This is an optimization exercise on Yosys and OpenROAD, whose aim is small area, a short achievable clock period and few clock cycles, not a production implementation.
Function was checked by simulation only, so behaviour that the tests miss may differ from the original.

## flow/design.v (module list and top-level ports; edited modules follow where they fit)
// module ce_exec: 349 lines
// module ce_fma: 1953 lines
module ce_exec (
    input  wire        clk,
    input  wire        rst,
    input  wire        in_valid,
    input  wire [31:0] in_instr,
    output wire        in_ready,
    output reg         wb_valid,
    output reg  [3:0]  wb_reg,
    output reg  [23:0] wb_data
);
  // ...
==> flow/run.sh <==
#!/bin/bash
# synth_recipe.tcl (not shown) runs the flow's synth.tcl, then flattens the netlist and writes it again
# the make line also repeats each setting of config.mk as NAME=value (left out here)
make -C /OpenROAD-flow-scripts/flow DESIGN_CONFIG=/design/flow/config.mk WORK_HOME=/design/flow/orfs CLKGATE_MAP_FILE= SYNTH_SCRIPT=/design/flow/synth_recipe.tcl finish
==> flow/config.mk <==
export PLATFORM = sky130hd
export DESIGN_NAME = ce_exec
export DESIGN_NICKNAME = ce_exec
export VERILOG_FILES = /design/flow/design.v
export SDC_FILE = /design/flow/constraint.sdc
export NUM_CORES = 4
export LEC_CHECK = 0
export CAP_MARGIN = 40
export CORE_MARGIN = 2
export CORE_UTILIZATION = 40
export PLACE_DENSITY = 0.6
export SLEW_MARGIN = 30
==> flow/constraint.sdc <==
create_clock -name core_clock -period 16.0 [get_ports {clk}]
set_input_delay 3.2000 -clock core_clock [delete_from_list [all_inputs] [get_ports {clk}]]
set_output_delay 3.2000 -clock core_clock [all_outputs]
set_load 0.01 [all_outputs]
==> run notes, run 1 <==
Critical R2R Launch=opb[5]; first-pass GRT wire length=368 mm; Layout area overhead=10.5%; top cell type's share of synthesized area=30.4%; fmax=91.1 MHz; Synth Flop Type=edfxtp_1; crit path kind=reg2reg; GRT Total Usage=30.5%; worst path bufs/invs=6; skew final=83.8 ps; commonest cells in the synthesized netlist=edfxtp_1 (645), a22oi_1 (478), nand2_1 (449); Clock Tree Root=clkbuf_16; Critical Path Start Type=flop; Mean Syn Cell Area=9.90 um2; WL met2=109 mm; via count of the first global-routing pass=53200; Synth Area in Adders=13.2%; Synth async-reset ratio=0%; clock buf count=105; Reg area=22100 um2; Initial Util=40.3%; Most flops, register=w; pre-CTS setup slack=5190 ps; Non-CTS buffers=278; total CTS buffers=87; PostCTS Resize Cnt=0; Setup TNS Final=0 ps; Slew @ Worst Pin=1070 ps; CP max stage delay=740 ps; status=complete, no violations
Testbench counts, summed over its fixed seeds: cycles 38,101.
==> module ce_exec, before the edit <==
module ce_exec (
    input  wire        clk,
    input  wire        rst,
    input  wire        in_valid,
    input  wire [31:0] in_instr,
    output wire        in_ready,
    output reg         wb_valid,
    output reg  [3:0]  wb_reg,
    output reg  [23:0] wb_data
);
    localparam [5:0] OP_NOP  = 6'h00, OP_LDI  = 6'h03, OP_MOV  = 6'h04,
                     OP_MOVS = 6'h05, OP_ADD  = 6'h08, OP_SUB  = 6'h09,
                     OP_ABS  = 6'h0A, OP_SHF  = 6'h0B, OP_MUL  = 6'h0C,
                     OP_MAC  = 6'h0D, OP_MSU  = 6'h0E, OP_MVA  = 6'h0F,
                     OP_DIV  = 6'h10, OP_PARK = 6'h16, OP_MINS = 6'h1A,
                     OP_MAXS = 6'h1B, OP_FCLR = 6'h2C;
    localparam integer DK = 2;
    localparam integer NI = 24 / DK;
    reg [23:0] w   [0:15];
    reg [47:0] acc [0:3];
    reg [5:0]  flags;
    reg [2:0]  win;           
    reg        rdy;           
    reg        e1_v;          
    reg        e1_stale;      
    reg        e1_last;       
    reg [3:0]  e1_step;
    reg [31:0] ir;
    reg [23:0] opa, opb;
    reg        d_neg, d_sat, d_bz, d_an, d_az;
    reg        c_bsel, c_one, c_two, c_sub, c_abs, c_fcacc, c_fcb, c_park;
    reg        c_fctmp;       
    reg        c_first;       
    reg        e2_we;
    reg [3:0]  e2_rd;
    reg [4:0]  e2_t;
    reg        e2_nm, e2_wrap, e2_force;
    reg [1:0]  e2_fk;         
    reg [1:0]  e2_movs;       
    reg [48:0] tmp;
    assign in_ready = rdy;
    wire accept = in_valid & rdy;
    function automatic is_mm(input [5:0] o);
        is_mm = (o == OP_MINS) || (o == OP_MAXS);
    endfunction
    function automatic [3:0] last_step(input [31:0] x);
        case (x[31:26])
            OP_PARK:          last_step = 4'd3;
            OP_DIV:           last_step = NI;
            OP_MINS, OP_MAXS: last_step = {2'b00, x[13:12]};     
            default:          last_step = 4'd0;
        endcase
    endfunction
    function automatic [7:0] src_addr(input [31:0] x);
        reg [3:0] a, b;
        begin
            a = x[21:18];
            b = x[17:14];
            case (x[31:26])
                OP_SUB:           src_addr = {b, a};
                OP_PARK:          src_addr = {a, b + 4'd1};
                OP_MINS, OP_MAXS: src_addr = {a, a + 4'd1};
                default:          src_addr = {a, b};
            endcase
        end
    endfunction
    function automatic reads_reg(input [31:0] x, input [3:0] r);
        reg [3:0] a, b;
        reg [4:0] da;
        begin
            a = x[21:18];
            b = x[17:14];
            da = {1'b0, r} - {1'b0, a};
            case (x[31:26])
                OP_MOV, OP_ABS, OP_SHF: reads_reg = (r == a);
                OP_ADD, OP_SUB, OP_MUL, OP_MAC, OP_MSU, OP_DIV:
                    reads_reg = (r == a) || (r == b);
                OP_PARK: reads_reg = (r == a) || (r == a + 4'd1) || (r == b) || (r == b + 4'd1);
                OP_MINS, OP_MAXS: reads_reg = !da[4] && (da[3:0] <= {1'b0, x[13:11]});
                default: reads_reg = 1'b0;
            endcase
        end
    endfunction
    function automatic writes_reg(input [5:0] o);
        case (o)
            OP_LDI, OP_MOV, OP_MOVS, OP_ADD, OP_SUB, OP_ABS, OP_SHF, OP_MUL,
            OP_MVA, OP_DIV, OP_PARK, OP_MINS, OP_MAXS: writes_reg = 1'b1;
            default: writes_reg = 1'b0;
        endcase
    endfunction
    wire [5:0] op   = ir[31:26];
    wire [3:0] rd   = ir[25:22];
    wire [3:0] ra   = ir[21:18];
    wire [3:0] rb   = ir[17:14];
    wire [1:0] rk   = ir[13:12];
    wire [3:0] sh   = ir[3:0];
    wire       bit11 = ir[11];
    wire       e1_work = e1_v & !e1_stale;
    wire o_mul  = (op == OP_MUL);
    wire o_mac  = (op == OP_MAC);
    wire o_msu  = (op == OP_MSU);
    wire o_mva  = (op == OP_MVA);
    wire o_park = (op == OP_PARK);
    wire o_add  = (op == OP_ADD);
    wire o_sub  = (op == OP_SUB);
    wire o_abs  = (op == OP_ABS);
    wire o_mov  = (op == OP_MOV);
    wire o_shf  = (op == OP_SHF);
    wire o_ldi  = (op == OP_LDI);
    wire o_movs = (op == OP_MOVS);
    wire o_div  = (op == OP_DIV);
    wire o_mm   = is_mm(op);
    wire o_fclr = (op == OP_FCLR);
    wire signed [5:0] shf_raw = ir[5:0];
    wire signed [5:0] shf_n = (shf_raw > 6'sd23) ? 6'sd23 :
                              (shf_raw < -6'sd23) ? -6'sd23 : shf_raw;
    wire shf_left = !shf_n[5];
    wire [4:0] shf_t = shf_left ? (5'd23 - shf_n[4:0]) : (5'd0 - shf_n[4:0]);
    reg  [3:0] addr1, addr2;
    always @(*) begin
        if (rdy)
            {addr1, addr2} = src_addr(in_instr);
        else if (e1_stale)
            {addr1, addr2} = src_addr(ir);
        else if (o_park) begin
            case (e1_step[1:0])
                2'd0:    {addr1, addr2} = {ra + 4'd1, rb};
                2'd1:    {addr1, addr2} = {ra + 4'd1, rb + 4'd1};
                default: {addr1, addr2} = {ra, rb};
            endcase
        end else begin
            addr1 = ra + {e1_step[2:0], 1'b0} + 4'd2;
            addr2 = ra + {e1_step[2:0], 1'b0} + 4'd3;
        end
    end
    wire [23:0] e2_val;
    wire        bypass = rdy | e1_stale;
    wire [23:0] rp1 = (bypass && e2_we && e2_rd == addr1) ? e2_val : w[addr1];
    wire [23:0] rp2 = (bypass && e2_we && e2_rd == addr2) ? e2_val : w[addr2];
    wire [23:0] ldi_imm = in_instr[21] ? {in_instr[20:0], 3'b000}
                                       : {{3{in_instr[20]}}, in_instr[20:0]};
    wire [47:0] acc_k = acc[rk];
    reg  [48:0] fc;
    always @(*) begin
        if (c_fcacc)
            fc = {acc_k[47], acc_k};
        else if (c_fctmp)
            fc = tmp;
        else if (c_fcb)
            fc = {{25{opb[23]}}, opb};
        else
            fc = 49'd0;
    end
    wire f_bsel = c_bsel;
    wire f_one  = c_one;
    wire f_two  = c_two;
    wire f_sub  = c_sub;
    wire [48:0] fr;
    ce_fma u_fma (.a(opa), .b(opb), .c(fc), .sub(f_sub), .bsel(f_bsel),
                  .f1(f_one), .f2(f_two), .r(fr));
    wire        mac_ovf = fr[48] ^ fr[47];
    wire [47:0] mac_sat = mac_ovf ? {fr[48], {47{!fr[48]}}} : fr[47:0];
    wire [23:0] mm_x  = c_first ? opa : tmp[23:0];
    wire [2:0]  mm_px = c_first ? 3'd0 : win;
    wire        mm_max = op[0];
    wire        mm_zv = ({e1_step[1:0], 1'b1} <= ir[13:11]);
    wire        mm_yb = mm_max ? ($signed(opa) > $signed(mm_x)) : ($signed(opa) < $signed(mm_x));
    wire [23:0] mm_m1 = mm_yb ? opa : mm_x;
    wire [2:0]  mm_p1 = mm_yb ? {e1_step[1:0], 1'b0} : mm_px;
    wire        mm_zb = mm_zv & (mm_max ? ($signed(opb) > $signed(mm_m1)) : ($signed(opb) < $signed(mm_m1)));
    wire [23:0] mm_m2 = mm_zb ? opb : mm_m1;
    wire [2:0]  mm_p2 = mm_zb ? {e1_step[1:0], 1'b1} : mm_p1;
    wire [23:0] div_ua   = opa[23] ? -opa : opa;
    wire [23:0] div_ub   = opb[23] ? -opb : opb;
    wire [46:0] div_unum = {23'd0, div_ua} << (5'd23 - {1'b0, sh});
    reg [23:0] dv_rem, dv_lo;
    reg [24:0] dv_s;
    reg [25:0] dv_t;
    integer j;
    always @(*) begin
        dv_rem = tmp[47:24];
        dv_lo  = tmp[23:0];
        for (j = 0; j < DK; j = j + 1) begin
            dv_s   = {dv_rem, dv_lo[23]};
            dv_t   = {1'b0, dv_s} - {2'b0, opa};
            dv_rem = dv_t[25] ? dv_s[23:0] : dv_t[23:0];
            dv_lo  = {dv_lo[22:0], !dv_t[25]};
        end
    end
    wire [24:0] div_mag = d_bz ? {!d_az, 24'd0} : d_sat ? 25'h1000000 : {1'b0, dv_lo};
    wire        div_nm  = d_bz ? d_an : d_neg;
    wire [48:0] div_fin = {{24{1'b0}}, div_mag} ^ {49{div_nm}};
    wire [49:0] e2_u = {tmp, e2_nm};
    wire [49:0] e2_r0 = $signed(e2_u) >>> e2_t;
    wire [49:0] e2_lowmask = ~({50{1'b1}} << e2_t);
    wire        e2_sticky = |(e2_u & e2_lowmask);
    wire        e2_inc = e2_nm | !tmp[48] | e2_sticky;
    wire [49:0] e2_rnd = e2_r0 + {49'd0, e2_inc};
    wire        e2_ovf = (e2_rnd[49:24] != {26{e2_rnd[49]}});
    wire        e2_sat = !e2_wrap & e2_ovf;
    assign e2_val = (e2_movs == 2'd1) ? {18'd0, flags} :
                    (e2_movs == 2'd2) ? {21'd0, win} :
                    e2_sat ? {e2_rnd[49], {23{!e2_rnd[49]}}} : e2_rnd[24:1];
    wire        e2_flag = e2_we & !e2_wrap & (e2_ovf | e2_force);
    wire [5:0]  e2_fset = !e2_flag ? 6'd0 :
                          (e2_fk == 2'd0) ? 6'b000001 :
                          (e2_fk == 2'd1) ? 6'b000010 :
                          (e2_fk == 2'd2) ? 6'b000100 : 6'b010000;
    wire        last_now = e1_last;
    reg         n_we, n_nm, n_wrap, n_force;
    reg  [3:0]  n_rd;
    reg  [4:0]  n_t;
    reg  [1:0]  n_fk, n_movs;
    always @(*) begin
        n_we    = 1'b0;
        n_rd    = rd;
        n_t     = 5'd0;
        n_nm    = 1'b0;
        n_wrap  = 1'b0;
        n_force = 1'b0;
        n_fk    = 2'd0;
        n_movs  = 2'd0;
        case (op)
            OP_LDI, OP_MOV: begin n_we = 1'b1; n_wrap = 1'b1; end
            OP_MOVS: begin n_we = 1'b1; n_wrap = 1'b1; n_movs = (ir[2:0] == 3'd3) ? 2'd2 : 2'd1; end
            OP_ADD, OP_SUB: begin n_we = 1'b1; n_wrap = bit11; end
            OP_ABS: n_we = 1'b1;
            OP_SHF: begin n_we = 1'b1; n_t = shf_t; end
            OP_MUL: begin n_we = 1'b1; n_t = 5'd23 - {1'b0, sh}; n_fk = 2'd1; end
            OP_MVA: begin n_we = 1'b1; n_t = 5'd23 - {1'b0, sh}; n_fk = 2'd2; end
            OP_PARK: begin
                n_we = e1_step[0];
                n_rd = e1_step[1] ? rd + 4'd1 : rd;
                n_t  = 5'd23;
            end
            OP_DIV: begin
                n_we = last_now;
                n_nm = div_nm;
                n_fk = d_bz ? 2'd3 : 2'd1;
                n_force = d_bz;
            end
            OP_MINS, OP_MAXS: begin n_we = last_now; n_wrap = 1'b1; end
            default: ;
        endcase
        n_we = n_we & e1_work;
    end
    wire [5:0] iop = in_instr[31:26];
    wire n_bsel  = (iop == OP_MUL) | (iop == OP_MAC) | (iop == OP_MSU) | (iop == OP_PARK);
    wire n_shl   = (iop == OP_SHF) & !in_instr[5];
    wire n_shr   = (iop == OP_SHF) & in_instr[5];
    wire n_one   = (iop == OP_ADD) | (iop == OP_SUB) | (iop == OP_ABS) | (iop == OP_MOV) | n_shr;
    wire n_sub   = (iop == OP_MSU) | (iop == OP_SUB);
    wire n_fcacc = ((iop == OP_MAC) | (iop == OP_MSU)) & !in_instr[11] | (iop == OP_MVA);
    wire n_fcb   = (iop == OP_ADD) | (iop == OP_SUB) | (iop == OP_LDI);
    wire [3:0] nstep = e1_step + 4'd1;
    wire [3:0] wsel  = e2_rd;
    wire [23:0] w_d  = rst ? 24'd0 : e2_val;
    wire [47:0] a_d  = rst ? 48'd0 : mac_sat;
    wire        mac_we = e1_work & (o_mac | o_msu);
    wire        stale_hit = e1_v & writes_reg(op) & reads_reg(in_instr, o_park ? rd + 4'd1 : rd);
    integer i;
    always @(posedge clk) begin
        for (i = 0; i < 16; i = i + 1)
            if (rst || (e2_we && wsel == i)) w[i] <= w_d;
        for (i = 0; i < 4; i = i + 1)
            if (rst || (mac_we && rk == i)) acc[i] <= a_d;
        wb_reg  <= e2_rd;
        wb_data <= e2_val;
        if (e1_work & o_div & !e1_last) begin
            if (c_first) opa <= div_ub;
        end else
            opa <= rp1;
        opb <= (rdy & (in_instr[31:26] == OP_LDI)) ? ldi_imm : rp2;
        if (e1_stale & c_abs) c_sub <= rp1[23];
        if (o_div & c_first)
            tmp <= {1'b0, 1'b0, div_unum[46:24], div_unum[23:0]};
        else if (o_div)
            tmp <= last_now ? div_fin : {1'b0, dv_rem, dv_lo};
        else if (o_mm)
            tmp <= {{25{mm_m2[23]}}, mm_m2};
        else
            tmp <= fr;
        if (e1_work & o_div & c_first) begin
            d_neg <= opa[23] ^ opb[23];
            d_sat <= (div_unum[46:24] >= div_ub);
            d_bz  <= (opb == 24'd0);
            d_an  <= opa[23];
            d_az  <= (opa == 24'd0);
        end
        e2_rd    <= n_rd;
        e2_t     <= n_t;
        e2_nm    <= n_nm;
        e2_wrap  <= n_wrap;
        e2_force <= n_force;
        e2_fk    <= n_fk;
        e2_movs  <= n_movs;
        if (rst) begin
            flags    <= 6'd0;
            win      <= 3'd0;
            rdy      <= 1'b1;
            e1_v     <= 1'b0;
            e1_stale <= 1'b0;
            e1_last  <= 1'b0;
            e2_we    <= 1'b0;
            wb_valid <= 1'b0;
        end else begin
            wb_valid <= e2_we;
            e2_we    <= n_we;
            flags <= ((flags | e2_fset) & ~((e1_work & o_fclr) ? ir[5:0] : 6'd0)) |
                     {3'b000, mac_we & mac_ovf, 2'b00};
            if (e1_work & o_mm) win <= mm_p2;
            if (accept) begin
                ir       <= in_instr;
                c_bsel   <= n_bsel;
                c_one    <= n_one;
                c_two    <= n_shl;
                c_sub    <= n_sub | ((iop == OP_ABS) & rp1[23]);
                c_abs    <= (iop == OP_ABS);
                c_fcacc  <= n_fcacc;
                c_fcb    <= n_fcb;
                c_park   <= (iop == OP_PARK);
                c_fctmp  <= 1'b0;
                c_first  <= 1'b1;
                e1_v     <= 1'b1;
                e1_step  <= 4'd0;
                e1_stale <= stale_hit;
                e1_last  <= (last_step(in_instr) == 4'd0);
                rdy      <= !stale_hit && (last_step(in_instr) == 4'd0);
            end else if (e1_v) begin
                if (e1_stale) begin
                    e1_stale <= 1'b0;
                    rdy      <= e1_last;
                end else if (e1_last) begin
                    e1_v <= 1'b0;
                    rdy  <= 1'b1;
                end else begin
                    e1_step <= nstep;
                    c_first <= 1'b0;
                    c_sub   <= c_park & nstep[0] & (nstep[1] ^ bit11);
                    c_fctmp <= c_park & nstep[0];
                    e1_last <= (nstep == last_step(ir));
                    rdy     <= (nstep == last_step(ir));
                end
            end else begin
                rdy <= 1'b1;
            end
        end
    end
endmodule
==> run 2, diff against run 1 <==
--- a/flow/design.v
+++ b/flow/design.v
@@ -12,30 +12,32 @@
                      OP_MOVS = 6'h05, OP_ADD  = 6'h08, OP_SUB  = 6'h09,
                      OP_ABS  = 6'h0A, OP_SHF  = 6'h0B, OP_MUL  = 6'h0C,
                      OP_MAC  = 6'h0D, OP_MSU  = 6'h0E, OP_MVA  = 6'h0F,
                      OP_DIV  = 6'h10, OP_PARK = 6'h16, OP_MINS = 6'h1A,
                      OP_MAXS = 6'h1B, OP_FCLR = 6'h2C;
     localparam integer DK = 2;
     localparam integer NI = 24 / DK;
     reg [23:0] w   [0:15];
-    reg [47:0] acc [0:3];
+    reg [47:0] acc [0:3];     
+    reg [3:0]  aovf;
     reg [5:0]  flags;
     reg [2:0]  win;           
     reg        rdy;           
     reg        e1_v;          
     reg        e1_stale;      
     reg        e1_last;       
     reg [3:0]  e1_step;
     reg [31:0] ir;
     reg [23:0] opa, opb;
     reg        d_neg, d_sat, d_bz, d_an, d_az;
     reg        c_bsel, c_one, c_two, c_sub, c_abs, c_fcacc, c_fcb, c_park;
     reg        c_fctmp;       
     reg        c_first;       
+    reg [11:0] b_one, b_two, b_neg;    
     reg        e2_we;
     reg [3:0]  e2_rd;
     reg [4:0]  e2_t;
     reg        e2_nm, e2_wrap, e2_force;
     reg [1:0]  e2_fk;         
     reg [1:0]  e2_movs;       
     reg [48:0] tmp;
     assign in_ready = rdy;
@@ -134,47 +136,43 @@
         end
     end
     wire [23:0] e2_val;
     wire        bypass = rdy | e1_stale;
     wire [23:0] rp1 = (bypass && e2_we && e2_rd == addr1) ? e2_val : w[addr1];
     wire [23:0] rp2 = (bypass && e2_we && e2_rd == addr2) ? e2_val : w[addr2];
     wire [23:0] ldi_imm = in_instr[21] ? {in_instr[20:0], 3'b000}
                                        : {{3{in_instr[20]}}, in_instr[20:0]};
-    wire [47:0] acc_k = acc[rk];
+    wire [47:0] acc_r = acc[rk];
+    wire [47:0] acc_k = aovf[rk] ? {!acc_r[47], {47{acc_r[47]}}} : acc_r;
     reg  [48:0] fc;
     always @(*) begin
         if (c_fcacc)
             fc = {acc_k[47], acc_k};
         else if (c_fctmp)
             fc = tmp;
         else if (c_fcb)
             fc = {{25{opb[23]}}, opb};
         else
             fc = 49'd0;
     end
-    wire f_bsel = c_bsel;
-    wire f_one  = c_one;
-    wire f_two  = c_two;
-    wire f_sub  = c_sub;
     wire [48:0] fr;
-    ce_fma u_fma (.a(opa), .b(opb), .c(fc), .sub(f_sub), .bsel(f_bsel),
-                  .f1(f_one), .f2(f_two), .r(fr));
+    ce_fma u_fma (.a(opa), .bone(b_one), .btwo(b_two), .bneg(b_neg), .c(fc), .r(fr));
     wire        mac_ovf = fr[48] ^ fr[47];
-    wire [47:0] mac_sat = mac_ovf ? {fr[48], {47{!fr[48]}}} : fr[47:0];
-    wire [23:0] mm_x  = c_first ? opa : tmp[23:0];
-    wire [2:0]  mm_px = c_first ? 3'd0 : win;
     wire        mm_max = op[0];
+    wire [23:0] mm_t  = tmp[23:0];
     wire        mm_zv = ({e1_step[1:0], 1'b1} <= ir[13:11]);
-    wire        mm_yb = mm_max ? ($signed(opa) > $signed(mm_x)) : ($signed(opa) < $signed(mm_x));
-    wire [23:0] mm_m1 = mm_yb ? opa : mm_x;
-    wire [2:0]  mm_p1 = mm_yb ? {e1_step[1:0], 1'b0} : mm_px;
-    wire        mm_zb = mm_zv & (mm_max ? ($signed(opb) > $signed(mm_m1)) : ($signed(opb) < $signed(mm_m1)));
-    wire [23:0] mm_m2 = mm_zb ? opb : mm_m1;
-    wire [2:0]  mm_p2 = mm_zb ? {e1_step[1:0], 1'b1} : mm_p1;
+    wire        mm_yt = mm_max ? ($signed(opa) > $signed(mm_t)) : ($signed(opa) < $signed(mm_t));
+    wire        mm_zt = mm_max ? ($signed(opb) > $signed(mm_t)) : ($signed(opb) < $signed(mm_t));
+    wire        mm_zy = mm_max ? ($signed(opb) > $signed(opa))  : ($signed(opb) < $signed(opa));
+    wire        mm_ysel = c_first | mm_yt;            
+    wire        mm_zb = mm_zv & (mm_ysel ? mm_zy : mm_zt);
+    wire [23:0] mm_m2 = mm_zb ? opb : mm_ysel ? opa : mm_t;
+    wire [2:0]  mm_p2 = mm_zb ? {e1_step[1:0], 1'b1} :
+                        mm_ysel ? {e1_step[1:0], 1'b0} : win;
     wire [23:0] div_ua   = opa[23] ? -opa : opa;
     wire [23:0] div_ub   = opb[23] ? -opb : opb;
     wire [46:0] div_unum = {23'd0, div_ua} << (5'd23 - {1'b0, sh});
     reg [23:0] dv_rem, dv_lo;
     reg [24:0] dv_s;
     reg [25:0] dv_t;
     integer j;
     always @(*) begin
@@ -247,36 +245,71 @@
     wire [5:0] iop = in_instr[31:26];
     wire n_bsel  = (iop == OP_MUL) | (iop == OP_MAC) | (iop == OP_MSU) | (iop == OP_PARK);
     wire n_shl   = (iop == OP_SHF) & !in_instr[5];
     wire n_shr   = (iop == OP_SHF) & in_instr[5];
     wire n_one   = (iop == OP_ADD) | (iop == OP_SUB) | (iop == OP_ABS) | (iop == OP_MOV) | n_shr;
     wire n_sub   = (iop == OP_MSU) | (iop == OP_SUB);
     wire n_fcacc = ((iop == OP_MAC) | (iop == OP_MSU)) & !in_instr[11] | (iop == OP_MVA);
     wire n_fcb   = (iop == OP_ADD) | (iop == OP_SUB) | (iop == OP_LDI);
+    reg nc_bsel, nc_one, nc_two, nc_sub;
+    always @(*) begin
+        nc_bsel = c_bsel;
+        nc_one  = c_one;
+        nc_two  = c_two;
+        nc_sub  = c_sub;
+        if (rdy) begin
+            nc_bsel = n_bsel;
+            nc_one  = n_one;
+            nc_two  = n_shl;
+            nc_sub  = n_sub | ((iop == OP_ABS) & rp1[23]);
+        end else if (e1_stale) begin
+            if (c_abs) nc_sub = rp1[23];
+        end else if (e1_v & !e1_last) begin
+            nc_sub = c_park & nstep[0] & (nstep[1] ^ bit11);
+        end
+    end
+    reg [11:0] nb_one, nb_two, nb_neg;
+    reg        bl;
+    integer q;
+    always @(*) begin
+        for (q = 0; q < 12; q = q + 1) begin
+            bl = (q == 0) ? 1'b0 : rp2[2*q-1];
+            nb_one[q] = nc_bsel ? (rp2[2*q] ^ bl) : (nc_one && q == 0);
+            nb_two[q] = nc_bsel ? ((rp2[2*q+1] & !rp2[2*q] & !bl) | (!rp2[2*q+1] & rp2[2*q] & bl))
+                                : (nc_two && q == 11);
+            nb_neg[q] = (nc_bsel & rp2[2*q+1]) ^ nc_sub;
+        end
+    end
     wire [3:0] nstep = e1_step + 4'd1;
     wire [3:0] wsel  = e2_rd;
     wire [23:0] w_d  = rst ? 24'd0 : e2_val;
-    wire [47:0] a_d  = rst ? 48'd0 : mac_sat;
+    wire [47:0] a_d  = rst ? 48'd0 : fr[47:0];
     wire        mac_we = e1_work & (o_mac | o_msu);
     wire        stale_hit = e1_v & writes_reg(op) & reads_reg(in_instr, o_park ? rd + 4'd1 : rd);
     integer i;
     always @(posedge clk) begin
         for (i = 0; i < 16; i = i + 1)
             if (rst || (e2_we && wsel == i)) w[i] <= w_d;
         for (i = 0; i < 4; i = i + 1)
-            if (rst || (mac_we && rk == i)) acc[i] <= a_d;
+            if (rst || (mac_we && rk == i)) begin
+                acc[i]  <= a_d;
+                aovf[i] <= !rst & mac_ovf;
+            end
         wb_reg  <= e2_rd;
         wb_data <= e2_val;
         if (e1_work & o_div & !e1_last) begin
             if (c_first) opa <= div_ub;
         end else
             opa <= rp1;
         opb <= (rdy & (in_instr[31:26] == OP_LDI)) ? ldi_imm : rp2;
-        if (e1_stale & c_abs) c_sub <= rp1[23];
+        c_sub <= nc_sub;
+        b_one <= nb_one;
+        b_two <= nb_two;
+        b_neg <= nb_neg;
         if (o_div & c_first)
             tmp <= {1'b0, 1'b0, div_unum[46:24], div_unum[23:0]};
         else if (o_div)
             tmp <= last_now ? div_fin : {1'b0, dv_rem, dv_lo};
         else if (o_mm)
             tmp <= {{25{mm_m2[23]}}, mm_m2};
         else
             tmp <= fr;
@@ -309,17 +342,16 @@
             flags <= ((flags | e2_fset) & ~((e1_work & o_fclr) ? ir[5:0] : 6'd0)) |
                      {3'b000, mac_we & mac_ovf, 2'b00};
             if (e1_work & o_mm) win <= mm_p2;
             if (accept) begin
                 ir       <= in_instr;
                 c_bsel   <= n_bsel;
                 c_one    <= n_one;
                 c_two    <= n_shl;
-                c_sub    <= n_sub | ((iop == OP_ABS) & rp1[23]);
                 c_abs    <= (iop == OP_ABS);
                 c_fcacc  <= n_fcacc;
                 c_fcb    <= n_fcb;
                 c_park   <= (iop == OP_PARK);
                 c_fctmp  <= 1'b0;
                 c_first  <= 1'b1;
                 e1_v     <= 1'b1;
                 e1_step  <= 4'd0;
@@ -331,28 +363,27 @@
                     e1_stale <= 1'b0;
                     rdy      <= e1_last;
                 end else if (e1_last) begin
                     e1_v <= 1'b0;
                     rdy  <= 1'b1;
                 end else begin
                     e1_step <= nstep;
                     c_first <= 1'b0;
-                    c_sub   <= c_park & nstep[0] & (nstep[1] ^ bit11);
                     c_fctmp <= c_park & nstep[0];
                     e1_last <= (nstep == last_step(ir));
                     rdy     <= (nstep == last_step(ir));
                 end
             end else begin
                 rdy <= 1'b1;
             end
         end
     end
 endmodule
-module ce_fma(input [23:0] a, input [23:0] b, input [48:0] c, input sub, input bsel, input f1, input f2, output [48:0] r);
+module ce_fma(input [23:0] a, input [11:0] bone, input [11:0] btwo, input [11:0] bneg, input [48:0] c, output [48:0] r);
 wire bo0;
 wire bt0;
 wire bn0;
 wire p1;
 wire p2;
 wire p3;
 wire p4;
 wire p5;
@@ -1317,19 +1348,19 @@
 wire s931;
 wire co932;
 wire s933;
 wire co934;
 wire s935;
 wire co936;
 wire s937;
 wire co938;
-assign bo0 = bsel ? (b[0] ^ 1'b0) : f1;
-assign bt0 = bsel ? ((b[1] & ~b[0] & ~1'b0) | (~b[1] & b[0] & 1'b0)) : 1'b0;
-assign bn0 = (bsel & b[1]) ^ sub;
+assign bo0 = bone[0];
+assign bt0 = btwo[0];
+assign bn0 = bneg[0];
 assign p1 = ((bo0 & a[0]) | (bt0 & 1'b0)) ^ bn0;
 assign p2 = ((bo0 & a[1]) | (bt0 & a[0])) ^ bn0;
 assign p3 = ((bo0 & a[2]) | (bt0 & a[1])) ^ bn0;
 assign p4 = ((bo0 & a[3]) | (bt0 & a[2])) ^ bn0;
 assign p5 = ((bo0 & a[4]) | (bt0 & a[3])) ^ bn0;
 assign p6 = ((bo0 & a[5]) | (bt0 & a[4])) ^ bn0;
 assign p7 = ((bo0 & a[6]) | (bt0 & a[5])) ^ bn0;
 assign p8 = ((bo0 & a[7]) | (bt0 & a[6])) ^ bn0;
@@ -1346,19 +1377,19 @@
 assign p19 = ((bo0 & a[18]) | (bt0 & a[17])) ^ bn0;
 assign p20 = ((bo0 & a[19]) | (bt0 & a[18])) ^ bn0;
 assign p21 = ((bo0 & a[20]) | (bt0 & a[19])) ^ bn0;
 assign p22 = ((bo0 & a[21]) | (bt0 & a[20])) ^ bn0;
 assign p23 = ((bo0 & a[22]) | (bt0 & a[21])) ^ bn0;
 assign p24 = ((bo0 & a[23]) | (bt0 & a[22])) ^ bn0;
 assign p25 = ((bo0 & a[23]) | (bt0 & a[23])) ^ bn0;
 assign ns26 = ~p25;
-assign bo1 = bsel ? (b[2] ^ b[1]) : 1'b0;
-assign bt1 = bsel ? ((b[3] & ~b[2] & ~b[1]) | (~b[3] & b[2] & b[1])) : 1'b0;
-assign bn1 = (bsel & b[3]) ^ sub;
+assign bo1 = bone[1];
+assign bt1 = btwo[1];
+assign bn1 = bneg[1];
 assign p27 = ((bo1 & a[0]) | (bt1 & 1'b0)) ^ bn1;
 assign p28 = ((bo1 & a[1]) | (bt1 & a[0])) ^ bn1;
 assign p29 = ((bo1 & a[2]) | (bt1 & a[1])) ^ bn1;
 assign p30 = ((bo1 & a[3]) | (bt1 & a[2])) ^ bn1;
 assign p31 = ((bo1 & a[4]) | (bt1 & a[3])) ^ bn1;
 assign p32 = ((bo1 & a[5]) | (bt1 & a[4])) ^ bn1;
 assign p33 = ((bo1 & a[6]) | (bt1 & a[5])) ^ bn1;
 assign p34 = ((bo1 & a[7]) | (bt1 & a[6])) ^ bn1;
@@ -1375,19 +1406,19 @@
 assign p45 = ((bo1 & a[18]) | (bt1 & a[17])) ^ bn1;
 assign p46 = ((bo1 & a[19]) | (bt1 & a[18])) ^ bn1;
 assign p47 = ((bo1 & a[20]) | (bt1 & a[19])) ^ bn1;
 assign p48 = ((bo1 & a[21]) | (bt1 & a[20])) ^ bn1;
 assign p49 = ((bo1 & a[22]) | (bt1 & a[21])) ^ bn1;
 assign p50 = ((bo1 & a[23]) | (bt1 & a[22])) ^ bn1;
 assign p51 = ((bo1 & a[23]) | (bt1 & a[23])) ^ bn1;
 assign ns52 = ~p51;
-assign bo2 = bsel ? (b[4] ^ b[3]) : 1'b0;
-assign bt2 = bsel ? ((b[5] & ~b[4] & ~b[3]) | (~b[5] & b[4] & b[3])) : 1'b0;
-assign bn2 = (bsel & b[5]) ^ sub;
+assign bo2 = bone[2];
+assign bt2 = btwo[2];
+assign bn2 = bneg[2];
 assign p53 = ((bo2 & a[0]) | (bt2 & 1'b0)) ^ bn2;
 assign p54 = ((bo2 & a[1]) | (bt2 & a[0])) ^ bn2;
 assign p55 = ((bo2 & a[2]) | (bt2 & a[1])) ^ bn2;
 assign p56 = ((bo2 & a[3]) | (bt2 & a[2])) ^ bn2;
 assign p57 = ((bo2 & a[4]) | (bt2 & a[3])) ^ bn2;
 assign p58 = ((bo2 & a[5]) | (bt2 & a[4])) ^ bn2;
 assign p59 = ((bo2 & a[6]) | (bt2 & a[5])) ^ bn2;
 assign p60 = ((bo2 & a[7]) | (bt2 & a[6])) ^ bn2;
@@ -1404,19 +1435,19 @@
 assign p71 = ((bo2 & a[18]) | (bt2 & a[17])) ^ bn2;
 assign p72 = ((bo2 & a[19]) | (bt2 & a[18])) ^ bn2;
 assign p73 = ((bo2 & a[20]) | (bt2 & a[19])) ^ bn2;
 assign p74 = ((bo2 & a[21]) | (bt2 & a[20])) ^ bn2;
 assign p75 = ((bo2 & a[22]) | (bt2 & a[21])) ^ bn2;
 assign p76 = ((bo2 & a[23]) | (bt2 & a[22])) ^ bn2;
 assign p77 = ((bo2 & a[23]) | (bt2 & a[23])) ^ bn2;
 assign ns78 = ~p77;
-assign bo3 = bsel ? (b[6] ^ b[5]) : 1'b0;
-assign bt3 = bsel ? ((b[7] & ~b[6] & ~b[5]) | (~b[7] & b[6] & b[5])) : 1'b0;
-assign bn3 = (bsel & b[7]) ^ sub;
+assign bo3 = bone[3];
+assign bt3 = btwo[3];
+assign bn3 = bneg[3];
 assign p79 = ((bo3 & a[0]) | (bt3 & 1'b0)) ^ bn3;
 assign p80 = ((bo3 & a[1]) | (bt3 & a[0])) ^ bn3;
 assign p81 = ((bo3 & a[2]) | (bt3 & a[1])) ^ bn3;
 assign p82 = ((bo3 & a[3]) | (bt3 & a[2])) ^ bn3;
 assign p83 = ((bo3 & a[4]) | (bt3 & a[3])) ^ bn3;
 assign p84 = ((bo3 & a[5]) | (bt3 & a[4])) ^ bn3;
 assign p85 = ((bo3 & a[6]) | (bt3 & a[5])) ^ bn3;
 assign p86 = ((bo3 & a[7]) | (bt3 & a[6])) ^ bn3;
@@ -1433,19 +1464,19 @@
 assign p97 = ((bo3 & a[18]) | (bt3 & a[17])) ^ bn3;
 assign p98 = ((bo3 & a[19]) | (bt3 & a[18])) ^ bn3;
 assign p99 = ((bo3 & a[20]) | (bt3 & a[19])) ^ bn3;
 assign p100 = ((bo3 & a[21]) | (bt3 & a[20])) ^ bn3;
 assign p101 = ((bo3 & a[22]) | (bt3 & a[21])) ^ bn3;
 assign p102 = ((bo3 & a[23]) | (bt3 & a[22])) ^ bn3;
 assign p103 = ((bo3 & a[23]) | (bt3 & a[23])) ^ bn3;
 assign ns104 = ~p103;
-assign bo4 = bsel ? (b[8] ^ b[7]) : 1'b0;
-assign bt4 = bsel ? ((b[9] & ~b[8] & ~b[7]) | (~b[9] & b[8] & b[7])) : 1'b0;
-assign bn4 = (bsel & b[9]) ^ sub;
+assign bo4 = bone[4];
+assign bt4 = btwo[4];
+assign bn4 = bneg[4];
 assign p105 = ((bo4 & a[0]) | (bt4 & 1'b0)) ^ bn4;
 assign p106 = ((bo4 & a[1]) | (bt4 & a[0])) ^ bn4;
 assign p107 = ((bo4 & a[2]) | (bt4 & a[1])) ^ bn4;
 assign p108 = ((bo4 & a[3]) | (bt4 & a[2])) ^ bn4;
 assign p109 = ((bo4 & a[4]) | (bt4 & a[3])) ^ bn4;
 assign p110 = ((bo4 & a[5]) | (bt4 & a[4])) ^ bn4;
 assign p111 = ((bo4 & a[6]) | (bt4 & a[5])) ^ bn4;
 assign p112 = ((bo4 & a[7]) | (bt4 & a[6])) ^ bn4;
@@ -1462,19 +1493,19 @@
 assign p123 = ((bo4 & a[18]) | (bt4 & a[17])) ^ bn4;
 assign p124 = ((bo4 & a[19]) | (bt4 & a[18])) ^ bn4;
 assign p125 = ((bo4 & a[20]) | (bt4 & a[19])) ^ bn4;
 assign p126 = ((bo4 & a[21]) | (bt4 & a[20])) ^ bn4;
 assign p127 = ((bo4 & a[22]) | (bt4 & a[21])) ^ bn4;
 assign p128 = ((bo4 & a[23]) | (bt4 & a[22])) ^ bn4;
 assign p129 = ((bo4 & a[23]) | (bt4 & a[23])) ^ bn4;
 assign ns130 = ~p129;
-assign bo5 = bsel ? (b[10] ^ b[9]) : 1'b0;
-assign bt5 = bsel ? ((b[11] & ~b[10] & ~b[9]) | (~b[11] & b[10] & b[9])) : 1'b0;
-assign bn5 = (bsel & b[11]) ^ sub;
+assign bo5 = bone[5];
+assign bt5 = btwo[5];
+assign bn5 = bneg[5];
 assign p131 = ((bo5 & a[0]) | (bt5 & 1'b0)) ^ bn5;
 assign p132 = ((bo5 & a[1]) | (bt5 & a[0])) ^ bn5;
 assign p133 = ((bo5 & a[2]) | (bt5 & a[1])) ^ bn5;
 assign p134 = ((bo5 & a[3]) | (bt5 & a[2])) ^ bn5;
 assign p135 = ((bo5 & a[4]) | (bt5 & a[3])) ^ bn5;
 assign p136 = ((bo5 & a[5]) | (bt5 & a[4])) ^ bn5;
 assign p137 = ((bo5 & a[6]) | (bt5 & a[5])) ^ bn5;
 assign p138 = ((bo5 & a[7]) | (bt5 & a[6])) ^ bn5;
@@ -1491,19 +1522,19 @@
 assign p149 = ((bo5 & a[18]) | (bt5 & a[17])) ^ bn5;
 assign p150 = ((bo5 & a[19]) | (bt5 & a[18])) ^ bn5;
 assign p151 = ((bo5 & a[20]) | (bt5 & a[19])) ^ bn5;
 assign p152 = ((bo5 & a[21]) | (bt5 & a[20])) ^ bn5;
 assign p153 = ((bo5 & a[22]) | (bt5 & a[21])) ^ bn5;
 assign p154 = ((bo5 & a[23]) | (bt5 & a[22])) ^ bn5;
 assign p155 = ((bo5 & a[23]) | (bt5 & a[23])) ^ bn5;
 assign ns156 = ~p155;
-assign bo6 = bsel ? (b[12] ^ b[11]) : 1'b0;
-assign bt6 = bsel ? ((b[13] & ~b[12] & ~b[11]) | (~b[13] & b[12] & b[11])) : 1'b0;
-assign bn6 = (bsel & b[13]) ^ sub;
+assign bo6 = bone[6];
+assign bt6 = btwo[6];
+assign bn6 = bneg[6];
 assign p157 = ((bo6 & a[0]) | (bt6 & 1'b0)) ^ bn6;
 assign p158 = ((bo6 & a[1]) | (bt6 & a[0])) ^ bn6;
 assign p159 = ((bo6 & a[2]) | (bt6 & a[1])) ^ bn6;
 assign p160 = ((bo6 & a[3]) | (bt6 & a[2])) ^ bn6;
 assign p161 = ((bo6 & a[4]) | (bt6 & a[3])) ^ bn6;
 assign p162 = ((bo6 & a[5]) | (bt6 & a[4])) ^ bn6;
 assign p163 = ((bo6 & a[6]) | (bt6 & a[5])) ^ bn6;
 assign p164 = ((bo6 & a[7]) | (bt6 & a[6])) ^ bn6;
@@ -1520,19 +1551,19 @@
 assign p175 = ((bo6 & a[18]) | (bt6 & a[17])) ^ bn6;
 assign p176 = ((bo6 & a[19]) | (bt6 & a[18])) ^ bn6;
 assign p177 = ((bo6 & a[20]) | (bt6 & a[19])) ^ bn6;
 assign p178 = ((bo6 & a[21]) | (bt6 & a[20])) ^ bn6;
 assign p179 = ((bo6 & a[22]) | (bt6 & a[21])) ^ bn6;
 assign p180 = ((bo6 & a[23]) | (bt6 & a[22])) ^ bn6;
 assign p181 = ((bo6 & a[23]) | (bt6 & a[23])) ^ bn6;
 assign ns182 = ~p181;
-assign bo7 = bsel ? (b[14] ^ b[13]) : 1'b0;
-assign bt7 = bsel ? ((b[15] & ~b[14] & ~b[13]) | (~b[15] & b[14] & b[13])) : 1'b0;
-assign bn7 = (bsel & b[15]) ^ sub;
+assign bo7 = bone[7];
+assign bt7 = btwo[7];
+assign bn7 = bneg[7];
 assign p183 = ((bo7 & a[0]) | (bt7 & 1'b0)) ^ bn7;
 assign p184 = ((bo7 & a[1]) | (bt7 & a[0])) ^ bn7;
 assign p185 = ((bo7 & a[2]) | (bt7 & a[1])) ^ bn7;
 assign p186 = ((bo7 & a[3]) | (bt7 & a[2])) ^ bn7;
 assign p187 = ((bo7 & a[4]) | (bt7 & a[3])) ^ bn7;
 assign p188 = ((bo7 & a[5]) | (bt7 & a[4])) ^ bn7;
 assign p189 = ((bo7 & a[6]) | (bt7 & a[5])) ^ bn7;
 assign p190 = ((bo7 & a[7]) | (bt7 & a[6])) ^ bn7;
@@ -1549,19 +1580,19 @@
 assign p201 = ((bo7 & a[18]) | (bt7 & a[17])) ^ bn7;
 assign p202 = ((bo7 & a[19]) | (bt7 & a[18])) ^ bn7;
 assign p203 = ((bo7 & a[20]) | (bt7 & a[19])) ^ bn7;
 assign p204 = ((bo7 & a[21]) | (bt7 & a[20])) ^ bn7;
 assign p205 = ((bo7 & a[22]) | (bt7 & a[21])) ^ bn7;
 assign p206 = ((bo7 & a[23]) | (bt7 & a[22])) ^ bn7;
 assign p207 = ((bo7 & a[23]) | (bt7 & a[23])) ^ bn7;
 assign ns208 = ~p207;
-assign bo8 = bsel ? (b[16] ^ b[15]) : 1'b0;
-assign bt8 = bsel ? ((b[17] & ~b[16] & ~b[15]) | (~b[17] & b[16] & b[15])) : 1'b0;
-assign bn8 = (bsel & b[17]) ^ sub;
+assign bo8 = bone[8];
+assign bt8 = btwo[8];
+assign bn8 = bneg[8];
 assign p209 = ((bo8 & a[0]) | (bt8 & 1'b0)) ^ bn8;
 assign p210 = ((bo8 & a[1]) | (bt8 & a[0])) ^ bn8;
 assign p211 = ((bo8 & a[2]) | (bt8 & a[1])) ^ bn8;
 assign p212 = ((bo8 & a[3]) | (bt8 & a[2])) ^ bn8;
 assign p213 = ((bo8 & a[4]) | (bt8 & a[3])) ^ bn8;
 assign p214 = ((bo8 & a[5]) | (bt8 & a[4])) ^ bn8;
 assign p215 = ((bo8 & a[6]) | (bt8 & a[5])) ^ bn8;
 assign p216 = ((bo8 & a[7]) | (bt8 & a[6])) ^ bn8;
@@ -1578,19 +1609,19 @@
 assign p227 = ((bo8 & a[18]) | (bt8 & a[17])) ^ bn8;
 assign p228 = ((bo8 & a[19]) | (bt8 & a[18])) ^ bn8;
 assign p229 = ((bo8 & a[20]) | (bt8 & a[19])) ^ bn8;
 assign p230 = ((bo8 & a[21]) | (bt8 & a[20])) ^ bn8;
 assign p231 = ((bo8 & a[22]) | (bt8 & a[21])) ^ bn8;
 assign p232 = ((bo8 & a[23]) | (bt8 & a[22])) ^ bn8;
 assign p233 = ((bo8 & a[23]) | (bt8 & a[23])) ^ bn8;
 assign ns234 = ~p233;
-assign bo9 = bsel ? (b[18] ^ b[17]) : 1'b0;
-assign bt9 = bsel ? ((b[19] & ~b[18] & ~b[17]) | (~b[19] & b[18] & b[17])) : 1'b0;
-assign bn9 = (bsel & b[19]) ^ sub;
+assign bo9 = bone[9];
+assign bt9 = btwo[9];
+assign bn9 = bneg[9];
 assign p235 = ((bo9 & a[0]) | (bt9 & 1'b0)) ^ bn9;
 assign p236 = ((bo9 & a[1]) | (bt9 & a[0])) ^ bn9;
 assign p237 = ((bo9 & a[2]) | (bt9 & a[1])) ^ bn9;
 assign p238 = ((bo9 & a[3]) | (bt9 & a[2])) ^ bn9;
 assign p239 = ((bo9 & a[4]) | (bt9 & a[3])) ^ bn9;
 assign p240 = ((bo9 & a[5]) | (bt9 & a[4])) ^ bn9;
 assign p241 = ((bo9 & a[6]) | (bt9 & a[5])) ^ bn9;
 assign p242 = ((bo9 & a[7]) | (bt9 & a[6])) ^ bn9;
@@ -1607,19 +1638,19 @@
 assign p253 = ((bo9 & a[18]) | (bt9 & a[17])) ^ bn9;
 assign p254 = ((bo9 & a[19]) | (bt9 & a[18])) ^ bn9;
 assign p255 = ((bo9 & a[20]) | (bt9 & a[19])) ^ bn9;
 assign p256 = ((bo9 & a[21]) | (bt9 & a[20])) ^ bn9;
 assign p257 = ((bo9 & a[22]) | (bt9 & a[21])) ^ bn9;
 assign p258 = ((bo9 & a[23]) | (bt9 & a[22])) ^ bn9;
 assign p259 = ((bo9 & a[23]) | (bt9 & a[23])) ^ bn9;
 assign ns260 = ~p259;
-assign bo10 = bsel ? (b[20] ^ b[19]) : 1'b0;
-assign bt10 = bsel ? ((b[21] & ~b[20] & ~b[19]) | (~b[21] & b[20] & b[19])) : 1'b0;
-assign bn10 = (bsel & b[21]) ^ sub;
+assign bo10 = bone[10];
+assign bt10 = btwo[10];
+assign bn10 = bneg[10];
 assign p261 = ((bo10 & a[0]) | (bt10 & 1'b0)) ^ bn10;
 assign p262 = ((bo10 & a[1]) | (bt10 & a[0])) ^ bn10;
 assign p263 = ((bo10 & a[2]) | (bt10 & a[1])) ^ bn10;
 assign p264 = ((bo10 & a[3]) | (bt10 & a[2])) ^ bn10;
 assign p265 = ((bo10 & a[4]) | (bt10 & a[3])) ^ bn10;
 assign p266 = ((bo10 & a[5]) | (bt10 & a[4])) ^ bn10;
 assign p267 = ((bo10 & a[6]) | (bt10 & a[5])) ^ bn10;
 assign p268 = ((bo10 & a[7]) | (bt10 & a[6])) ^ bn10;
@@ -1636,19 +1667,19 @@
 assign p279 = ((bo10 & a[18]) | (bt10 & a[17])) ^ bn10;
 assign p280 = ((bo10 & a[19]) | (bt10 & a[18])) ^ bn10;
 assign p281 = ((bo10 & a[20]) | (bt10 & a[19])) ^ bn10;
 assign p282 = ((bo10 & a[21]) | (bt10 & a[20])) ^ bn10;
 assign p283 = ((bo10 & a[22]) | (bt10 & a[21])) ^ bn10;
 assign p284 = ((bo10 & a[23]) | (bt10 & a[22])) ^ bn10;
 assign p285 = ((bo10 & a[23]) | (bt10 & a[23])) ^ bn10;
 assign ns286 = ~p285;
-assign bo11 = bsel ? (b[22] ^ b[21]) : 1'b0;
-assign bt11 = bsel ? ((b[23] & ~b[22] & ~b[21]) | (~b[23] & b[22] & b[21])) : f2;
-assign bn11 = (bsel & b[23]) ^ sub;
+assign bo11 = bone[11];
+assign bt11 = btwo[11];
+assign bn11 = bneg[11];
 assign p287 = ((bo11 & a[0]) | (bt11 & 1'b0)) ^ bn11;
 assign p288 = ((bo11 & a[1]) | (bt11 & a[0])) ^ bn11;
 assign p289 = ((bo11 & a[2]) | (bt11 & a[1])) ^ bn11;
 assign p290 = ((bo11 & a[3]) | (bt11 & a[2])) ^ bn11;
 assign p291 = ((bo11 & a[4]) | (bt11 & a[3])) ^ bn11;
 assign p292 = ((bo11 & a[5]) | (bt11 & a[4])) ^ bn11;
 assign p293 = ((bo11 & a[6]) | (bt11 & a[5])) ^ bn11;
 assign p294 = ((bo11 & a[7]) | (bt11 & a[6])) ^ bn11;
==> run notes, run 2 <==
initial antenna violation count=11 (was 6); Net Count, Synth=7020 (was 6989); Mean Syn Cell Area=10.0 um2 (was 9.90 um2); IO buf count=64 (unchanged); die area=165000 um2 (was 162000 um2); top cell type's share of synthesized area=31.1% (was 30.4%); Synth Flop Type=edfxtp_1 (unchanged); Clock Latency Late Sink=740 ps (was 780 ps); WP data arrival=10110 ps (was 11440 ps); largest net degree at the start of global routing=75 (was 98); WL final=257 mm (was 255 mm); 1st-pass router iterations=7 (was 9); io pins=65 (unchanged); RSZ-0062 raised after global routing=false (unchanged); Largest regs=w (384), acc (192), tmp (49) (unchanged); H-tree Lvls=3 (unchanged); Final nets=6898 (was 6853); post-synthesis sequential area ratio=35.7% (was 34.6%); die height=406 um (was 403 um); Clock Tree Root=clkbuf_16 (unchanged); via count of the first global-routing pass=54000 (was 53200); Hold Crit Class=reg2reg (unchanged); drt via density=6.48 (was 6.56); Synth Warn #=3 (unchanged); fmax=103 MHz (was 91.1 MHz); status=complete, no violations (unchanged); commonest non-fill, non-tap cell in the layout=edfxtp_1 (unchanged); dominant cell by count in the synthesized netlist=edfxtp_1 (unchanged); reg2reg end=aovf[1] (was acc[3][37]); Synth Register Bits=819 (was 779); vias=55600 (was 55400); row cnt=147 (was 146); Critical Path Start Type=flop (unchanged); Initial Util=40.3% (about the same); DRT iter0 DRCs=8185 (was 8525); PostCTS Resize Cnt=0 (unchanged); post-route minimum period=9670 ps (was 10980 ps); max reg flops=384 (unchanged); Remaining Overflow, GRT=0 (unchanged); routed length per instance=29.9 um (was 30.1 um); Worst Hold Depth=2 (was 0); fin cells=8576 (was 8448); kind of end point of the critical path=flop (unchanged); CP max stage cell=and2_2 (was a311oi_1); min-delay src=flags[3] (was e2_rd[1]); Core Area=161000 um2 (was 158000 um2); crit-path most repeated cell=fa_1 (unchanged); skew final=47.6 ps (was 83.8 ps); Die W=406 um (was 403 um); Mapped Area=64800 um2 (was 63700 um2); EDFF count, synth=672 (was 645); Fillers=15300 (was 15000); HPWL after DPL=174 mm (was 173 mm); Yosys top cell by area=edfxtp_1 (unchanged); commonest cells in the synthesized netlist=edfxtp_1 (672), nand2_1 (463), a22oi_1 (432) (was edfxtp_1 (645), a22oi_1 (478), nand2_1 (449)); Hold Path End=flags[3] (was wb_reg[1]); WP data required=16440 ps (was 16450 ps); CTS tree=built (unchanged); clock sink total=819 (was 779); Layout area overhead=9.77% (was 10.5%); crit path kind=reg2reg (unchanged); commonest non-fill, non-tap cells in the layout=edfxtp_1 (672), nand2_1 (461), a22oi_1 (432), inv_1 (425), nor2_1 (350) (was edfxtp_1 (645), a22oi_1 (478), nand2_1 (449), inv_1 (413), a21oi_1 (343)); Synth async-reset ratio=0% (unchanged); CP max stage delay=610 ps (was 740 ps); Slew @ Worst Pin=911 ps (was 1070 ps); Slew HR=39.3% (was 28.1%); Setup TNS Final=0 ps (unchanged); first-pass GRT wire length=372 mm (was 368 mm); Setup violations, final=0 (unchanged); Max Root-Sink Buffers=3 (unchanged); Most flops, register=w (unchanged); Hold WS=458 ps (was 472 ps); Critical R2R Launch=ir[12] (was opb[5]); critical-path maximum fanout=49 (was 40); Netlist cell types=113 (was 104); final hold vios=0 (unchanged); Worst Reg-to-Reg Cells=30 (was 32); number of remaining DRC errors=0 (unchanged); Slew Limit Fails=0 (unchanged); Cells after Synth=6459 (was 6438); total CTS buffers=90 (was 87); placed cell count=8392 (was 8271); CTS clock-pin slew for the worst setup and hold paths=60 ps (about the same); Worst R2R Setup Slack=6330 ps (was 5020 ps); Final ANT Viol Nets=0 (unchanged); routability cong.=0.997 (was 0.992); GRT Total Usage=30.5% (about the same); # hold bufs at CTS=0 (unchanged); Final Core Density=44.2% (was 44.5%); max-cap viol count=0 (unchanged); layout cells sized above 1=10.7% (was 10.8%); crit share post-route=60.4% (was 68.6%); Setup Buffers After CTS=0 (unchanged); synth top area cells=edfxtp_1 (31%), fa_1 (8.2%), ha_1 (5.0%) (was edfxtp_1 (30%), fa_1 (8.2%), a22oi_1 (5.6%))
[run 2: cell count changes after synthesis, moves of 32 or more]
| cell | previous run | this run |
|---|---|---|
| a22oi_1 | 478 | 432 |
| mux2i_1 | 166 | 122 |
| xnor2_1 | 261 | 304 |
| clkbuf_1 | 412 | 371 |
| nor2b_1 | 35 | 75 |
| xor2_1 | 278 | 240 |
| nand3_1 | 183 | 146 |
| nor2_1 | 347 | 381 |
| o21a_1 | 73 | 40 |
| o21ai_0 | 256 | 224 |
[run 2: worst max path at each step]
stage	depth (start not counted)	to	startpoint
after floorplan	39	tmp[43]	opa[1]
after global placement	31	tmp[47]	ir[12]
after detailed placement	30	aovf[0]	ir[12]
after CTS	30	aovf[1]	ir[12]
after global routing	31	flags[2]	ir[12]
final	30	aovf[1]	ir[12]
[run 2: stage by stage]
step                      instance area, um2  worst slack [ps]
after floorplan                        64800              7820
after global placement                 67900              6050
after detailed placement               68000              6380
after CTS                              71000              6330
after global routing                   71100              5670
final                                  71100              6330
[run 2: logic make-up after synthesis]
logic type	synth area share, %
buffers and inverters	5.69
multiplexers	7.10
flip-flops	35.7
XOR/XNOR	7.35
AND/OR/NAND/NOR	11.5
AO/OA/AOI/OAI	19.4
adder cells (fa/ha/maj)	13.3
[run 2: routing by layer]
layer  global-route usage (%)  up-vias  share of wire, %
li1                         -    23600                 -
met1                     39.4    27300                38
met2                     47.3     3794                45
met3                     6.58      843                11
met4                     17.3       12               6.3
met5                    0.149        -             0.064
[run 2: critical path, delay by kind of cell, from the launching register on]
family / cells / cell delay [ps]
multiplexers: 1 / 420
AND/OR/NAND/NOR: 7 / 1310
flip-flops: 1 / 320
AO/OA/AOI/OAI: 9 / 2490
buffers and inverters: 5 / 1320
adder cells (fa/ha/maj): 6 / 2820
XOR/XNOR: 2 / 650
[run 2: area by class of cell]
class,count,area [um2],share of cell area (%)
Antenna cell,5,12.5,0.0176
Clock buffer,117,2510,3.53
Clock inverter,49,423,0.595
Inverter,434,1630,2.29
Multi-Input combinational cell,4713,38400,54.0
Sequential cell,819,23100,32.5
Tap cell,2160,2700,3.80
Timing Repair Buffer,279,2330,3.28
Testbench counts of run 2, summed over its fixed seeds: cycles 38,101.

## static timing again, ports no longer ideal
How much do the figures lean on ideal ports? The routed layouts below were timed once more, with nothing changed but the port constraints.
Step 1 sets driving cells, clkbuf_16 on the clock port and buf_2 on the other inputs (assumed; they add their load-dependent delay and slew).
Step 2, shift: input delay + t, output delay - t, t = (earliest + latest rising clock arrival at the registers) / 2. This alone moves slack from input paths to output paths.
Slacks: ideal ports / drivers / drivers and shift; pairs: ideal ports / drivers.
| run | t (ns) | slack for setup (ns) | worst setup path at the end | worst data-port slew with drivers (ns) |
|---|---|---|---|---|
| run 1 | 0.819 | 5.018 / 5.018 / 5.018 | register to register | 0.05 |
| run 2 | 0.791 | 6.329 / 6.329 / 6.329 | register to register | 0.07 |
After both steps setup and hold are still met in every run listed.
